Source: an optimization exercise on an open RTL-to-GDS flow (aim: small area). Production flows keep margins and buffers that such runs may drop. Function was checked by simulation only, so behaviour that the tests miss may differ from the original.

==> run a <==
// pwm_axis
module pwm_axis (
    input  wire        clk,
    input  wire        rst,
    input  wire [19:0] t_pwm,         
    input  wire [1:0]  k_sel,         
    input  wire        inv_h,         
    input  wire        inv_l,         
    input  wire [7:0]  min_pulse,     
    input  wire [15:0] dt_min,
    input  wire [15:0] dt_max,
    input  wire [15:0] dt_fix,
    input  wire [11:0] margin,
    input  wire        adapt_en,
    input  wire        sw_inv,
    input  wire [9:0]  filt_n,        
    input  wire        filt_clk,      
    input  wire        trip_pol,      
    input  wire        trip_en,
    input  wire        trip_action,   
    input  wire [7:0]  latch_n,       
    input  wire [15:0] win,           
    input  wire [9:0]  gfilt_n,       
    input  wire        gfilt_clk,
    input  wire        gtrip_pol,
    input  wire        gtrip_en,
    input  wire        gmode,         
    input  wire        gmask,         
    input  wire        pwm_on,        
    input  wire [15:0] duty_u,        
    input  wire [15:0] duty_v,
    input  wire [15:0] duty_w,
    input  wire [2:0]  rel,           
    input  wire [2:0]  sw,            
    input  wire        trip_in,       
    input  wire        gtrip_in,      
    input  wire        sto,           
    input  wire        fault_clear,   
    input  wire        clr_fb_seen,   
    input  wire        clr_trip_total,  
    output wire [2:0]  gate_h,        
    output wire [2:0]  gate_l,        
    output wire        tick,          
    output reg         on,
    output reg         sto_now,
    output wire        trip_now,
    output wire [2:0]  fb_now,
    output reg  [2:0]  fb_seen,
    output wire        in_level,
    output wire        g_level,
    output reg         window_open,
    output reg         latched,
    output reg  [7:0]  win_count,
    output reg  [15:0] trip_total,
    output reg         ev_pwm,
    output reg  [19:0] cmp_u,
    output reg  [19:0] cmp_v,
    output reg  [19:0] cmp_w,
    output reg  [2:0]  released,
    output wire [15:0] dt_rise_u,
    output wire [15:0] dt_fall_u,
    output wire [15:0] dt_rise_v,
    output wire [15:0] dt_fall_v,
    output wire [15:0] dt_rise_w,
    output wire [15:0] dt_fall_w
);
==> flow/config.mk <==
export PLATFORM = sky130hd
export DESIGN_NAME = pwm_axis
export DESIGN_NICKNAME = pwm_axis
export VERILOG_FILES = /design/flow/design.v
export SDC_FILE = /design/flow/constraint.sdc
export NUM_CORES = 4
export LEC_CHECK = 0
export CAP_MARGIN = 20
export CORE_MARGIN = 2
export CORE_UTILIZATION = 45
export CTS_BUF_LIST = sky130_fd_sc_hd__clkbuf_4 sky130_fd_sc_hd__clkbuf_8
export SLEW_MARGIN = 20
export SYNTH_HIERARCHICAL = 1
==> flow/constraint.sdc <==
create_clock -name core_clock -period 13.0 [get_ports {clk}]
set_input_delay 2.6000 -clock core_clock [delete_from_list [all_inputs] [get_ports {clk}]]
set_output_delay 2.6000 -clock core_clock [all_outputs]
set_load 0.01 [all_outputs]
standard.sh (not shown) runs the stock make flow with config.mk's settings and CLKGATE_MAP_FILE= SYNTH_SCRIPT=/design/flow/synth_recipe.tcl, a recipe that flattens the netlist after the stock synthesis.
==> flow/flow/run.sh <==
#!/bin/bash
# The standard layout, with one change: buffer_ports puts the smallest
# buffer cell (buf_1) on every input and output port instead of the default
# delay buffer; repair_design still resizes any port buffer that needs it.
set -euo pipefail
export BUFFER_PORTS_ARGS="-buffer_cell sky130_fd_sc_hd__buf_1"
bash standard.sh 2>&1 | tee standard_flow.log
==> inputs of run b, as changes to run a <==
--- a/flow/design.v
+++ b/flow/design.v
@@ -878,23 +878,19 @@
     assign raw[12] = hp[12] ^ bg18;
     assign raw[13] = hp[13] ^ bg29;
     assign raw[14] = hp[14] ^ bg22;
     assign raw[15] = hp[15] ^ bg30;
     assign raw[16] = hp[16] ^ bg17;
     assign raw[17] = hp[17] ^ bg31;
     assign raw[18] = hp[18] ^ bg23;
     assign raw[19] = hp[19] ^ bg32;
-    wire gt_tmp;    
-    pwm_gt #(.N(20)) u_gtmp (.a(raw), .b(tmp), .gt(gt_tmp));
-    wire ge_mp;     
-    pwm_ge #(.N(8)) u_gmp (.a(raw[11:4]), .b(min_pulse), .ge(ge_mp));
-    wire low  = !duty[15] && (raw[19:12] == 8'd0) && !ge_mp
+    wire low  = !duty[15] && (raw[19:12] == 8'd0) && (raw[11:4] < min_pulse)
                 && (raw[11:0] != 12'd0);
-    wire high = duty[15] || gt_tmp;
+    wire high = duty[15] || (raw > tmp);
     assign cmp = low ? 20'd0 : high ? t : raw;
 endmodule
 module pwm_fa (
     input  wire a,
     input  wire b,
     input  wire c,
     output wire s,
     output wire co
==> flow/run.sh (new file) <==
#!/bin/bash
# synth_recipe.tcl (not shown) runs the flow's synth.tcl, then flattens the netlist and writes it again
# the make line also repeats each setting of config.mk as NAME=value (left out here)
make -C /OpenROAD-flow-scripts/flow DESIGN_CONFIG=/design/flow/config.mk WORK_HOME=/design/flow/orfs CLKGATE_MAP_FILE= SYNTH_SCRIPT=/design/flow/synth_recipe.tcl finish
Settings changed: CTS_BUF_LIST sky130_fd_sc_hd__clkbuf_4 sky130_fd_sc_hd__clkbuf_8 to unset.
removed: flow/flow/run.sh
removed: flow/standard.sh
==> inputs of run c, as changes to run a <==
--- a/flow/design.v
+++ b/flow/design.v
@@ -7,17 +7,17 @@
     output reg        level      
 );
     reg       in_q;
     reg [9:0] fcnt;
     wire [9:0] fcnt_inc;
     wire       fcnt_co;
     wire       fcnt_ge;          
     pwm_inc #(.N(10)) u_inc (.a(fcnt), .y(fcnt_inc), .co(fcnt_co));
-    pwm_ge  #(.N(10)) u_ge  (.a(fcnt), .b(n), .ge(fcnt_ge));
+    pwm_carry #(.N(10), .CI(1)) u_ge (.a(fcnt), .bn(~n), .co(fcnt_ge));
     always @(posedge clk) begin
         if (rst) begin
             in_q  <= 1'b0;
             level <= 1'b0;
             fcnt  <= 10'd0;
         end else begin
             in_q <= in_act;
             if (ce) begin
@@ -74,69 +74,96 @@
     input  wire a,
     input  wire b,
     output wire s,
     output wire co
 );
     assign s  = a ^ b;
     assign co = a & b;
 endmodule
+module pwm_carry #(
+    parameter N  = 8,
+    parameter CI = 1
+) (
+    input  wire [N-1:0] a,
+    input  wire [N-1:0] bn,
+    output wire         co
+);
+    wire [N:0] c;
+    assign c[1] = CI ? (a[0] | bn[0]) : (a[0] & bn[0]);
+    genvar i;
+    generate
+        for (i = 1; i < N; i = i + 1) begin : g_c
+            pwm_maj u_m (.a(a[i]), .b(bn[i]), .c(c[i]), .y(c[i+1]));
+        end
+    endgenerate
+    assign co = c[N];
+endmodule
+module pwm_maj (
+    input  wire a,
+    input  wire b,
+    input  wire c,
+    output wire y
+);
+    assign y = (a & b) | (c & (a | b));
+endmodule
 module pwm_leg (
     input  wire        clk,
     input  wire        rst,
     input  wire        start,       
     input  wire        cmd_en,
     input  wire        cmd_h,
     input  wire        measure,     
     input  wire        adapt_en,
     input  wire        sw_now,      
     input  wire [15:0] dt_fix,
     input  wire [15:0] dt_min,
     input  wire [15:0] dt_max,
+    input  wire [15:0] ndt_min,     
+    input  wire [15:0] ndt_max,     
     input  wire [11:0] margin,
     output wire        gh,          
     output wire        gl,          
     output wire [15:0] dt_rise,     
     output wire [15:0] dt_fall,     
     output reg         fb,          
     output wire        fb_enter     
 );
     reg        cur_en;
     reg        cur_h;
     reg [15:0] ndcnt;
     reg [15:0] dtr;
     reg [15:0] dtf;
     reg        win;
-    reg        win_fall;
     reg        swq;
     reg [16:0] tmm;         
     reg [5:0]  miss;        
     assign dt_rise = adapt_en ? dtr : dt_fix;
     assign dt_fall = adapt_en ? dtf : dt_fix;
     wire        changed  = (cmd_en != cur_en) || (cmd_en && (cmd_h != cur_h));
     wire        edge_hl  = cur_en && cmd_en && (cmd_h != cur_h);
     wire [15:0] dt_sel   = cmd_h ? dt_rise : dt_fall;
     wire [15:0] ndcnt_inc;
     wire        dz;         
     pwm_inc #(.N(16)) u_dinc (.a(ndcnt), .y(ndcnt_inc), .co(dz));
     assign gh = cur_en && cur_h && dz;
     assign gl = cur_en && !cur_h && dz;
+    wire        win_fall = !cur_h;
     wire        trans    = win && (win_fall ? (swq && !sw_now) : (!swq && sw_now));
     wire        seen     = !changed && trans;
     wire        missed   = !changed && win && !trans && dz;
     wire [16:0] tmm_inc;
     wire        tmm_co;
     pwm_inc #(.N(17)) u_tinc (.a(tmm), .y(tmm_inc), .co(tmm_co));
-    wire        lt_min;     
-    wire        gt_max;     
-    wire        ge_min;
-    wire        ge_max1;
-    pwm_ge #(.N(17)) u_gmin (.a(tmm), .b({1'b0, dt_min}), .ge(ge_min));
-    pwm_gt #(.N(17)) u_gmax (.a(tmm), .b({1'b0, dt_max}), .gt(gt_max));
-    assign lt_min = !ge_min;
+    wire        c_min;      
+    wire        c_max;      
+    pwm_carry #(.N(16), .CI(1)) u_gmin (.a(tmm[15:0]), .bn(ndt_min), .co(c_min));
+    pwm_carry #(.N(16), .CI(0)) u_gmax (.a(tmm[15:0]), .bn(ndt_max), .co(c_max));
+    wire        lt_min = !tmm[16] && !c_min;    
+    wire        gt_max = tmm[16] || c_max;      
     wire [5:0]  miss_inc;
     wire        miss_co;
     pwm_inc #(.N(6)) u_minc (.a(miss), .y(miss_inc), .co(miss_co));
     assign fb_enter = missed && !fb && miss_co;
     wire        to_fix = start || fb_enter;
     wire [15:0] dt_nv  = rst    ? 16'd0  :
                          to_fix ? dt_fix :
                          lt_min ? dt_min :
@@ -147,18 +174,16 @@
     always @(posedge clk) begin
         cur_h <= cmd_h;
         swq   <= sw_now;
         if (changed)
             ndcnt <= ~dt_sel;
         else
             ndcnt <= ndcnt_inc | {16{dz}};
         if (changed)
-            win_fall <= !cmd_h;
-        if (changed)
             tmm <= {5'd0, margin};
         else
             tmm <= tmm_inc;
         if (start || seen)
             miss <= 6'd0;
         else if (missed && !fb)
             miss <= miss_inc;
         if (wr_r)
@@ -521,85 +546,98 @@
     wire pp7_14 = !(d[14] & t[14]);
     wire pp7_15 = !(d[14] & t[15]);
     wire pp7_16 = !(d[14] & t[16]);
     wire pp7_17 = !(d[14] & t[17]);
     wire pp7_18 = !(d[14] & t[18]);
     wire pp7_19 = !(d[14] & t[19]);
     wire rnd_s = !pp7_0;
     wire hs0, hc0;
-    pwm_fa u_ha0 (.a(pp0_12), .b(pp1_10), .c(1'b1), .s(hs0), .co(hc0));
+    pwm_xn u_hs0 (.a(pp0_12), .b(pp1_10), .y(hs0));
+    pwm_or u_hc0 (.a(pp0_12), .b(pp1_10), .y(hc0));
     wire fs1, fc1;
     pwm_fa u_fa1 (.a(pp0_13), .b(pp1_11), .c(pp2_9), .s(fs1), .co(fc1));
     wire fs2, fc2;
     pwm_fa u_fa2 (.a(pp0_14), .b(pp1_12), .c(pp2_10), .s(fs2), .co(fc2));
     wire hs3, hc3;
-    pwm_fa u_ha3 (.a(pp3_8), .b(pp4_6), .c(1'b1), .s(hs3), .co(hc3));
+    pwm_xn u_hs3 (.a(pp3_8), .b(pp4_6), .y(hs3));
+    pwm_or u_hc3 (.a(pp3_8), .b(pp4_6), .y(hc3));
     wire fs4, fc4;
     pwm_fa u_fa4 (.a(pp0_15), .b(pp1_13), .c(pp2_11), .s(fs4), .co(fc4));
     wire fs5, fc5;
     pwm_fa u_fa5 (.a(pp3_9), .b(pp4_7), .c(pp5_5), .s(fs5), .co(fc5));
     wire hs6, hc6;
-    pwm_fa u_ha6 (.a(pp6_3), .b(pp7_1), .c(1'b1), .s(hs6), .co(hc6));
+    pwm_xn u_hs6 (.a(pp6_3), .b(pp7_1), .y(hs6));
+    pwm_or u_hc6 (.a(pp6_3), .b(pp7_1), .y(hc6));
     wire fs7, fc7;
     pwm_fa u_fa7 (.a(pp0_16), .b(pp1_14), .c(pp2_12), .s(fs7), .co(fc7));
     wire fs8, fc8;
     pwm_fa u_fa8 (.a(pp3_10), .b(pp4_8), .c(pp5_6), .s(fs8), .co(fc8));
     wire hs9, hc9;
-    pwm_fa u_ha9 (.a(pp6_4), .b(pp7_2), .c(1'b1), .s(hs9), .co(hc9));
+    pwm_xn u_hs9 (.a(pp6_4), .b(pp7_2), .y(hs9));
+    pwm_or u_hc9 (.a(pp6_4), .b(pp7_2), .y(hc9));
     wire fs10, fc10;
     pwm_fa u_fa10 (.a(pp0_17), .b(pp1_15), .c(pp2_13), .s(fs10), .co(fc10));
     wire fs11, fc11;
     pwm_fa u_fa11 (.a(pp3_11), .b(pp4_9), .c(pp5_7), .s(fs11), .co(fc11));
     wire hs12, hc12;
-    pwm_fa u_ha12 (.a(pp6_5), .b(pp7_3), .c(1'b1), .s(hs12), .co(hc12));
+    pwm_xn u_hs12 (.a(pp6_5), .b(pp7_3), .y(hs12));
+    pwm_or u_hc12 (.a(pp6_5), .b(pp7_3), .y(hc12));
     wire fs13, fc13;
     pwm_fa u_fa13 (.a(pp0_18), .b(pp1_16), .c(pp2_14), .s(fs13), .co(fc13));
     wire fs14, fc14;
     pwm_fa u_fa14 (.a(pp3_12), .b(pp4_10), .c(pp5_8), .s(fs14), .co(fc14));
     wire hs15, hc15;
-    pwm_fa u_ha15 (.a(pp6_6), .b(pp7_4), .c(1'b1), .s(hs15), .co(hc15));
+    pwm_xn u_hs15 (.a(pp6_6), .b(pp7_4), .y(hs15));
+    pwm_or u_hc15 (.a(pp6_6), .b(pp7_4), .y(hc15));
     wire fs16, fc16;
     pwm_fa u_fa16 (.a(pp0_19), .b(pp1_17), .c(pp2_15), .s(fs16), .co(fc16));
     wire fs17, fc17;
     pwm_fa u_fa17 (.a(pp3_13), .b(pp4_11), .c(pp5_9), .s(fs17), .co(fc17));
     wire hs18, hc18;
-    pwm_fa u_ha18 (.a(pp6_7), .b(pp7_5), .c(1'b1), .s(hs18), .co(hc18));
+    pwm_xn u_hs18 (.a(pp6_7), .b(pp7_5), .y(hs18));
+    pwm_or u_hc18 (.a(pp6_7), .b(pp7_5), .y(hc18));
     wire fs19, fc19;
     pwm_fa u_fa19 (.a(pp0_20), .b(pp1_18), .c(pp2_16), .s(fs19), .co(fc19));
     wire fs20, fc20;
     pwm_fa u_fa20 (.a(pp3_14), .b(pp4_12), .c(pp5_10), .s(fs20), .co(fc20));
     wire hs21, hc21;
-    pwm_fa u_ha21 (.a(pp6_8), .b(pp7_6), .c(1'b1), .s(hs21), .co(hc21));
+    pwm_xn u_hs21 (.a(pp6_8), .b(pp7_6), .y(hs21));
+    pwm_or u_hc21 (.a(pp6_8), .b(pp7_6), .y(hc21));
     wire fs22, fc22;
     pwm_fa u_fa22 (.a(pp0_21), .b(pp1_19), .c(pp2_17), .s(fs22), .co(fc22));
     wire fs23, fc23;
     pwm_fa u_fa23 (.a(pp3_15), .b(pp4_13), .c(pp5_11), .s(fs23), .co(fc23));
     wire hs24, hc24;
-    pwm_fa u_ha24 (.a(pp6_9), .b(pp7_7), .c(1'b1), .s(hs24), .co(hc24));
+    pwm_xn u_hs24 (.a(pp6_9), .b(pp7_7), .y(hs24));
+    pwm_or u_hc24 (.a(pp6_9), .b(pp7_7), .y(hc24));
     wire fs25, fc25;
     pwm_fa u_fa25 (.a(pp1_20), .b(pp2_18), .c(pp3_16), .s(fs25), .co(fc25));
     wire fs26, fc26;
     pwm_fa u_fa26 (.a(pp4_14), .b(pp5_12), .c(pp6_10), .s(fs26), .co(fc26));
     wire fs27, fc27;
     pwm_fa u_fa27 (.a(pp1_21), .b(pp2_19), .c(pp3_17), .s(fs27), .co(fc27));
     wire hs28, hc28;
-    pwm_fa u_ha28 (.a(pp4_15), .b(pp5_13), .c(1'b1), .s(hs28), .co(hc28));
+    pwm_xn u_hs28 (.a(pp4_15), .b(pp5_13), .y(hs28));
+    pwm_or u_hc28 (.a(pp4_15), .b(pp5_13), .y(hc28));
     wire fs29, fc29;
     pwm_fa u_fa29 (.a(pp2_20), .b(pp3_18), .c(pp4_16), .s(fs29), .co(fc29));
     wire hs30, hc30;
-    pwm_fa u_ha30 (.a(pp2_21), .b(pp3_19), .c(1'b1), .s(hs30), .co(hc30));
+    pwm_xn u_hs30 (.a(pp2_21), .b(pp3_19), .y(hs30));
+    pwm_or u_hc30 (.a(pp2_21), .b(pp3_19), .y(hc30));
     wire hs31, hc31;
-    pwm_fa u_ha31 (.a(pp0_8), .b(pp1_6), .c(1'b1), .s(hs31), .co(hc31));
+    pwm_xn u_hs31 (.a(pp0_8), .b(pp1_6), .y(hs31));
+    pwm_or u_hc31 (.a(pp0_8), .b(pp1_6), .y(hc31));
     wire fs32, fc32;
     pwm_fa u_fa32 (.a(pp0_9), .b(pp1_7), .c(pp2_5), .s(fs32), .co(fc32));
     wire fs33, fc33;
     pwm_fa u_fa33 (.a(pp0_10), .b(pp1_8), .c(pp2_6), .s(fs33), .co(fc33));
     wire hs34, hc34;
-    pwm_fa u_ha34 (.a(pp3_4), .b(pp4_2), .c(1'b1), .s(hs34), .co(hc34));
+    pwm_xn u_hs34 (.a(pp3_4), .b(pp4_2), .y(hs34));
+    pwm_or u_hc34 (.a(pp3_4), .b(pp4_2), .y(hc34));
     wire fs35, fc35;
     pwm_fa u_fa35 (.a(pp0_11), .b(pp1_9), .c(pp2_7), .s(fs35), .co(fc35));
     wire fs36, fc36;
     pwm_fa u_fa36 (.a(pp3_5), .b(pp4_3), .c(pp5_1), .s(fs36), .co(fc36));
     wire fs37, fc37;
     pwm_fa u_fa37 (.a(hs0), .b(pp2_8), .c(pp3_6), .s(fs37), .co(fc37));
     wire fs38, fc38;
     pwm_fa u_fa38 (.a(pp4_4), .b(pp5_2), .c(pp6_0), .s(fs38), .co(fc38));
@@ -657,23 +695,26 @@
     pwm_fa u_fa64 (.a(pp5_15), .b(pp6_13), .c(pp7_11), .s(fs64), .co(fc64));
     wire fs65, fc65;
     pwm_fa u_fa65 (.a(hc30), .b(pp3_20), .c(pp4_18), .s(fs65), .co(fc65));
     wire fs66, fc66;
     pwm_fa u_fa66 (.a(pp5_16), .b(pp6_14), .c(pp7_12), .s(fs66), .co(fc66));
     wire fs67, fc67;
     pwm_fa u_fa67 (.a(pp3_21), .b(pp4_19), .c(pp5_17), .s(fs67), .co(fc67));
     wire hs68, hc68;
-    pwm_fa u_ha68 (.a(pp6_15), .b(pp7_13), .c(1'b1), .s(hs68), .co(hc68));
+    pwm_xn u_hs68 (.a(pp6_15), .b(pp7_13), .y(hs68));
+    pwm_or u_hc68 (.a(pp6_15), .b(pp7_13), .y(hc68));
     wire fs69, fc69;
     pwm_fa u_fa69 (.a(pp4_20), .b(pp5_18), .c(pp6_16), .s(fs69), .co(fc69));
     wire hs70, hc70;
-    pwm_fa u_ha70 (.a(pp4_21), .b(pp5_19), .c(1'b1), .s(hs70), .co(hc70));
+    pwm_xn u_hs70 (.a(pp4_21), .b(pp5_19), .y(hs70));
+    pwm_or u_hc70 (.a(pp4_21), .b(pp5_19), .y(hc70));
     wire hs71, hc71;
-    pwm_fa u_ha71 (.a(pp0_6), .b(pp1_4), .c(1'b1), .s(hs71), .co(hc71));
+    pwm_xn u_hs71 (.a(pp0_6), .b(pp1_4), .y(hs71));
+    pwm_or u_hc71 (.a(pp0_6), .b(pp1_4), .y(hc71));
     wire fs72, fc72;
     pwm_fa u_fa72 (.a(pp0_7), .b(pp1_5), .c(pp2_3), .s(fs72), .co(fc72));
     wire fs73, fc73;
     pwm_fa u_fa73 (.a(hs31), .b(pp2_4), .c(pp3_2), .s(fs73), .co(fc73));
     wire fs74, fc74;
     pwm_fa u_fa74 (.a(hc31), .b(fs32), .c(pp3_3), .s(fs74), .co(fc74));
     wire fs75, fc75;
     pwm_fa u_fa75 (.a(fc32), .b(fs33), .c(hs34), .s(fs75), .co(fc75));
@@ -713,19 +754,21 @@
     pwm_fa u_fa92 (.a(fc65), .b(fc66), .c(fs67), .s(fs92), .co(fc92));
     wire fs93, fc93;
     pwm_fa u_fa93 (.a(fc67), .b(hc68), .c(fs69), .s(fs93), .co(fc93));
     wire fs94, fc94;
     pwm_fa u_fa94 (.a(fc69), .b(hs70), .c(pp6_17), .s(fs94), .co(fc94));
     wire fs95, fc95;
     pwm_fa u_fa95 (.a(hc70), .b(pp5_20), .c(pp6_18), .s(fs95), .co(fc95));
     wire hs96, hc96;
-    pwm_fa u_ha96 (.a(pp5_21), .b(pp6_19), .c(1'b1), .s(hs96), .co(hc96));
+    pwm_xn u_hs96 (.a(pp5_21), .b(pp6_19), .y(hs96));
+    pwm_or u_hc96 (.a(pp5_21), .b(pp6_19), .y(hc96));
     wire hs97, hc97;
-    pwm_fa u_ha97 (.a(pp0_4), .b(pp1_2), .c(1'b1), .s(hs97), .co(hc97));
+    pwm_xn u_hs97 (.a(pp0_4), .b(pp1_2), .y(hs97));
+    pwm_or u_hc97 (.a(pp0_4), .b(pp1_2), .y(hc97));
     wire fs98, fc98;
     pwm_fa u_fa98 (.a(pp0_5), .b(pp1_3), .c(pp2_1), .s(fs98), .co(fc98));
     wire fs99, fc99;
     pwm_fa u_fa99 (.a(hs71), .b(pp2_2), .c(pp3_0), .s(fs99), .co(fc99));
     wire fs100, fc100;
     pwm_fa u_fa100 (.a(hc71), .b(fs72), .c(pp3_1), .s(fs100), .co(fc100));
     wire fs101, fc101;
     pwm_fa u_fa101 (.a(fc72), .b(fs73), .c(pp4_0), .s(fs101), .co(fc101));
@@ -773,17 +816,18 @@
     pwm_fa u_fa122 (.a(fc93), .b(fs94), .c(pp7_15), .s(fs122), .co(fc122));
     wire fs123, fc123;
     pwm_fa u_fa123 (.a(fc94), .b(fs95), .c(pp7_16), .s(fs123), .co(fc123));
     wire fs124, fc124;
     pwm_fa u_fa124 (.a(fc95), .b(hs96), .c(pp7_17), .s(fs124), .co(fc124));
     wire fs125, fc125;
     pwm_fa u_fa125 (.a(hc96), .b(pp6_20), .c(pp7_18), .s(fs125), .co(fc125));
     wire hs126, hc126;
-    pwm_fa u_ha126 (.a(pp6_21), .b(pp7_19), .c(1'b1), .s(hs126), .co(hc126));
+    pwm_xn u_hs126 (.a(pp6_21), .b(pp7_19), .y(hs126));
+    pwm_or u_hc126 (.a(pp6_21), .b(pp7_19), .y(hc126));
     wire [34:0] ra_n = {hc126, fc125, fc124, fc123, fc122, fc121, fc120, fc119, fc118, fc117, fc116, fc115, fc114, fc113, fc112, fc111, fc110, fc109, fc108, fc107, fc106, fc105, fc104, fc103, fc102, fc101, fc100, fc99, fc98, hc97, hs97, pp0_3, pp0_2, pp0_1, pp0_0};
     wire [34:0] rb_n = {1'b1, hs126, fs125, fs124, fs123, fs122, fs121, fs120, fs119, fs118, fs117, fs116, fs115, fs114, fs113, fs112, fs111, fs110, fs109, fs108, fs107, fs106, fs105, fs104, fs103, fs102, fs101, fs100, fs99, fs98, pp2_0, pp1_1, pp1_0, 1'b1, 1'b1};
     wire [34:0] ra = ~ra_n;
     wire [34:0] rb = ~rb_n;
     wire [14:0] lg = ra[14:0] & rb[14:0];
     wire [14:0] lp = ra[14:0] | rb[14:0];
     wire lgg0_0 = lg[1] | (lp[1] & lg[0]);
     wire lgg0_2 = lg[3] | (lp[3] & lg[2]);
@@ -897,16 +941,30 @@
     input  wire b,
     input  wire c,
     output wire s,
     output wire co
 );
     assign s  = a ^ b ^ c;
     assign co = (a & b) | (c & (a ^ b));
 endmodule
+module pwm_xn (
+    input  wire a,
+    input  wire b,
+    output wire y
+);
+    assign y = !(a ^ b);
+endmodule
+module pwm_or (
+    input  wire a,
+    input  wire b,
+    output wire y
+);
+    assign y = a | b;
+endmodule
 module pwm_sel (
     input  wire s1,
     input  wire s2,
     input  wire s3,
     input  wire a,
     input  wire b,
     input  wire c,
     output wire yn
@@ -1040,17 +1098,19 @@
     wire        nrem_co;
     pwm_inc #(.N(16)) u_rinc (.a(nrem), .y(nrem_inc), .co(nrem_co));
     wire tp_new      = hold && !(counted && !ps);
     wire closing     = on && ps && window_open && (nrem == 16'hFFFE);
     wire [7:0] wc_inc;
     wire       wc_co;
     wire       wc_ge;
     pwm_inc #(.N(8)) u_winc (.a(win_count), .y(wc_inc), .co(wc_co));
-    pwm_ge  #(.N(9)) u_wge  (.a({wc_co, wc_inc}), .b({1'b0, latch_n}), .ge(wc_ge));
+    wire       wc_c;        
+    pwm_carry #(.N(8), .CI(1)) u_wge (.a(wc_inc), .bn(~latch_n), .co(wc_c));
+    assign wc_ge = wc_co || wc_c;
     wire latch_cnt   = tp_new && wc_ge;
     wire latch_grp   = on && !sto_now && gtrip_en && gmode && g_level;
     wire latch_now   = latch_cnt || latch_grp;
     wire win_opens   = tp_new && !window_open;
     wire [15:0] tt_inc;
     wire        tt_co;
     pwm_inc #(.N(16)) u_tinc (.a(trip_total), .y(tt_inc), .co(tt_co));
     wire start = tick && pwm_on && !on && !sto_now && !latched;
@@ -1115,35 +1175,40 @@
     wire [2:0]  cmd_en;
     wire [2:0]  cmd_h;
     wire [59:0] cmp_all = {cmp_w, cmp_v, cmp_u};
     wire [2:0]  gh;
     wire [2:0]  gl;
     wire [2:0]  fb_enter;
     wire [47:0] dtr_all;
     wire [47:0] dtf_all;
+    reg  [2:0]  lt_r;
     genvar i;
     generate
         for (i = 0; i < 3; i = i + 1) begin : g_leg
-            wire ge_cmp;     
-            pwm_ge #(.N(20)) u_hcmp (.a(cnt), .b(cmp_all[20*i +: 20]), .ge(ge_cmp));
+            wire [19:0] cmp_i = cmp_all[20*i +: 20];
+            wire lt_cmp = ps ? (cmp_i != 20'd0) : lt_r[i];
+            always @(posedge clk)
+                lt_r[i] <= lt_cmp && (cnt_inc != cmp_i);
             assign cmd_en[i] = run && (hold ? trip_action : !released[i]);
-            assign cmd_h[i]  = !hold && !ge_cmp;
+            assign cmd_h[i]  = !hold && lt_cmp;
             pwm_leg u_leg (
                 .clk      (clk),
                 .rst      (rst),
                 .start    (start),
                 .cmd_en   (cmd_en[i]),
                 .cmd_h    (cmd_h[i]),
                 .measure  (!hold),
                 .adapt_en (adapt_en),
                 .sw_now   (sw[i] ^ sw_inv),
                 .dt_fix   (dt_fix),
                 .dt_min   (dt_min),
                 .dt_max   (dt_max),
+                .ndt_min  (~dt_min),
+                .ndt_max  (~dt_max),
                 .margin   (margin),
                 .gh       (gh[i]),
                 .gl       (gl[i]),
                 .dt_rise  (dtr_all[16*i +: 16]),
                 .dt_fall  (dtf_all[16*i +: 16]),
                 .fb       (fb_now[i]),
                 .fb_enter (fb_enter[i])
             );
Settings changed: CELL_PAD_IN_SITES_DETAIL_PLACEMENT set to 1, CELL_PAD_IN_SITES_GLOBAL_PLACEMENT set to 1, CORE_UTILIZATION 45 to 40, CTS_BUF_LIST sky130_fd_sc_hd__clkbuf_4 sky130_fd_sc_hd__clkbuf_8 to sky130_fd_sc_hd__clkbuf_16, CTS_CLUSTER_DIAMETER set to 80, CTS_CLUSTER_SIZE set to 15, PLACE_DENSITY set to 0.6.
==> reports/qor.yml <==
outcome: "finished clean"
seq_area_mm2: 0.009039
dr_wl_met3_um: 18500
syn-cell-area_mm2: 0.04398
critPathCapture: "cmp_w[14]"
drt-initial-drc-count: 7279
p_leak_nw: 19.87
synthXorXnorAreaFrac: 0.01488
drive_gt1_frac: 0.1051
[end of results for run a]
==> reports/qor.yml <==
synthXorXnorAreaFrac: 0.03937
critPathCapture: "cmp_w[9]"
dr_wl_met3_um: 13380
p_leak_nw: 19.55
syn-cell-area_mm2: 0.04265
drive_gt1_frac: 0.1053
outcome: "finished clean"
[end of results for run c]
==> reports/qor.yml <==
outcome: "finished clean"
critPathCapture: "cmp_u[11]"
drive_gt1_frac: 0.09951
synthXorXnorAreaFrac: 0.01508
syn-cell-area_mm2: 0.04513
dr_wl_met3_um: 17140
drt-initial-drc-count: 6638
p_leak_nw: 21.78
[end of results for run b]

what the ideal ports hide:
The flow's constraints put no driver on any port. The routed layouts listed below were extracted and timed again, unchanged, in two steps. Step 1 sets driving cells, clkbuf_16 on the clock port and buf_2 on the other inputs (assumed; they add their load-dependent delay and slew). Step 2 times the ports against the registers' clock, not the clock port: input delays grow and output delays shrink by t, the midpoint of the rising clock arrivals with the driver on. Slacks: ideal ports / drivers / drivers and shift; pairs: ideal ports / drivers.
run | t, ns | slack for setup (ns) | clock arrival spread, ns | slew at the worst register clock pin (ns) | cell pins on the clock port's net
run a | 0.718 | 1.013 / 1.030 / 0.311 | 0.060 / 0.061 | 0.07 / 0.07 | 1
run b | 0.623 | 0.446 / 0.490 / -0.133 | 0.019 / 0.019 | 0.07 / 0.07 | 1
run c | 0.669 | 0.766 / 0.812 / 0.142 | 0.019 / 0.019 | 0.08 / 0.08 | 1
With both steps, setup timing fails in run b, where it was met with ideal ports. For run a, which loses most, drivers alone change the setup slack by +0.017 ns; drivers and shift together by -0.702 ns.
